This is an optimization exercise on Yosys and OpenROAD, whose aim is small area, not a production implementation.
Function was checked by simulation only, so behaviour that the tests miss may differ from the original.

== amber ==
## al864_ustep_engine
module al864_ustep_engine (
    input  wire        clk,
    input  wire        rst,                
    input  wire        in_valid,
    input  wire [35:0] in_pos,             
    input  wire [47:0] in_vel,             
    input  wire [12:0] in_per,             
    input  wire        in_lead,            
    input  wire [11:0] in_eofs,            
    input  wire [7:0]  in_scale_ax,        
    input  wire [7:0]  in_scale_glob,      
    input  wire [7:0]  in_scale_derate,    
    input  wire [5:0]  in_hyst,            
    output reg         out_valid,
    output wire [11:0] out_eidx,           
    output wire [9:0]  out_a_upper,
    output wire [9:0]  out_a_lower,
    output wire        out_a_neg,          
    output wire        out_a_zero,         
    output wire        out_a_clamp,        
    output wire [9:0]  out_b_upper,
    output wire [9:0]  out_b_lower,
    output wire        out_b_neg,
    output wire        out_b_zero,
    output wire        out_b_clamp
);
    wire [7:0] scale_gl = (in_scale_glob < in_scale_derate) ? in_scale_glob : in_scale_derate;
    wire [13:0] m  = in_lead ? ({1'b0, in_per} + 14'd16) : 14'd0;
    wire [14:0] mx = {m, 1'b0};
    wire bd0_one = mx[1] ^ mx[0];
    wire bd0_two = (mx[2] & ~mx[1] & ~mx[0]) | (~mx[2] & mx[1] & mx[0]);
    wire bd0_neg = mx[2];
    wire p0 = (bd0_one & in_vel[0]) ^ bd0_neg;
    wire p1 = ((bd0_one & in_vel[1]) | (bd0_two & in_vel[0])) ^ bd0_neg;
    wire p2 = ((bd0_one & in_vel[2]) | (bd0_two & in_vel[1])) ^ bd0_neg;
    wire p3 = ((bd0_one & in_vel[3]) | (bd0_two & in_vel[2])) ^ bd0_neg;
    wire p4 = ((bd0_one & in_vel[4]) | (bd0_two & in_vel[3])) ^ bd0_neg;
    wire p5 = ((bd0_one & in_vel[5]) | (bd0_two & in_vel[4])) ^ bd0_neg;
    wire p6 = ((bd0_one & in_vel[6]) | (bd0_two & in_vel[5])) ^ bd0_neg;
    wire p7 = ((bd0_one & in_vel[7]) | (bd0_two & in_vel[6])) ^ bd0_neg;
    wire p8 = ((bd0_one & in_vel[8]) | (bd0_two & in_vel[7])) ^ bd0_neg;
    wire p9 = ((bd0_one & in_vel[9]) | (bd0_two & in_vel[8])) ^ bd0_neg;
  ...
Size in the first run: about 2900 cells after synthesis, ~25000 µm² of cells after synthesis.
==> flow/config.mk <==
export PLATFORM = sky130hd
export DESIGN_NAME = al864_ustep_engine
export DESIGN_NICKNAME = al864_ustep_engine
export VERILOG_FILES = /design/flow/design.v
export SDC_FILE = /design/flow/constraint.sdc
export NUM_CORES = 4
export LEC_CHECK = 0
export ABC_AREA = 1
export CAP_MARGIN = 10
export CORE_MARGIN = 2
export CORE_UTILIZATION = 60
export SLEW_MARGIN = 10
export SYNTH_MEMORY_MAX_BITS = 32768
export BUFFER_PORTS_ARGS = -buffer_cell sky130_fd_sc_hd__buf_1
==> flow/constraint.sdc <==
create_clock -name core_clock -period 20.0 [get_ports {clk}]
set_input_delay 4.0000 -clock core_clock [delete_from_list [all_inputs] [get_ports {clk}]]
set_output_delay 4.0000 -clock core_clock [all_outputs]
set_load 0.01 [all_outputs]
standard.sh (not shown) runs the stock make flow with config.mk's settings and CLKGATE_MAP_FILE= SYNTH_SCRIPT=/design/flow/synth_recipe.tcl, a recipe that flattens the netlist after the stock synthesis.
==> flow/flow/run.sh <==
#!/bin/bash
# Layout flow: the standard flow, with these changes.
# 1. After the standard synthesis, the netlist is rewritten:
#    - faflip.py runs some full adders on complemented signals (a full adder is
#      self-dual) to cancel inverters between full adders;
#    - remap.sh re-maps all combinational logic except full adders, flip-flops
#      and tie cells with an area-oriented ABC script; flip-flops keep their names
#      and cells;
#    - unbuf.py removes the buffers ABC leaves where logic reduced to a wire.
# 2. The port buffers use the smallest buffer cell (buf_1).
set -e
echo 'export BUFFER_PORTS_ARGS = -buffer_cell sky130_fd_sc_hd__buf_1' >> config.mk
bash standard.sh synth > standard_synth.log 2>&1
R=orfs/results/sky130hd/al864_ustep_engine/base
cp $R/1_2_yosys.v $R/1_2_yosys_standard.v
python3 flow/faflip.py $R/1_2_yosys_standard.v $R/1_2_yosys_faflip.v > faflip.log 2>&1
bash flow/remap.sh $R/1_2_yosys_faflip.v $R/1_2_yosys_remap.v 12 > remap.log 2>&1
python3 flow/unbuf.py $R/1_2_yosys_remap.v $R/1_2_yosys.v > unbuf.log 2>&1
rm -f $R/1_synth.odb $R/1_synth.sdc
bash standard.sh > standard.log 2>&1
Other scripts of this flow, unchanged in this note and not shown: flow/flow/dontuse.txt, flow/flow/faflip.py, flow/flow/partition.py, flow/flow/remap.script, flow/flow/remap.sh, flow/flow/unbuf.py
What willow does differently from amber at the input level:
Settings: changing CORE_UTILIZATION from 60 to 55.
## What came out
Portion of the layout cell area used by clock cells across willow and amber: no real change.
In the route summary, willow ends up with a via count below that of amber.
| final wirelength | willow vs amber | about 3.5% lower |
Compared to amber, willow has area added between synthesis and finish 0.40 points lower.
Where hold slack is concerned, amber is outperformed by willow.
Status: I/O pin count parity (willow, amber)

## separate check: timing with driven ports
Ports are ideal in the flow. The routed layouts listed here were re-timed in OpenROAD.
Step 1: set_driving_cell puts a clkbuf_16 on clk and a buf_2 on each other input, an assumption about the parent block.
Step 2 also shifts input and output timing later by t, the mid clock arrival at the registers, as if the neighbouring blocks saw the same clock.
Three values: ideal ports, drivers, drivers and shift; two values: the first two.
| run | shift t [ns] | setup WS [ns] | worst hold slack (ns) | slew at the worst register clock pin (ns) | cell pins on the clock port's net |
|---|---|---|---|---|---|
| amber | 0.331 | 1.255 / 1.210 / 1.541 | 3.793 / 3.772 / 4.103 | 0.07 / 0.07 | 1 |
| willow | 0.325 | 1.348 / 1.305 / 1.630 | 3.804 / 3.787 / 4.111 | 0.06 / 0.06 | 1 |
After both steps setup and hold are still met in every run listed.
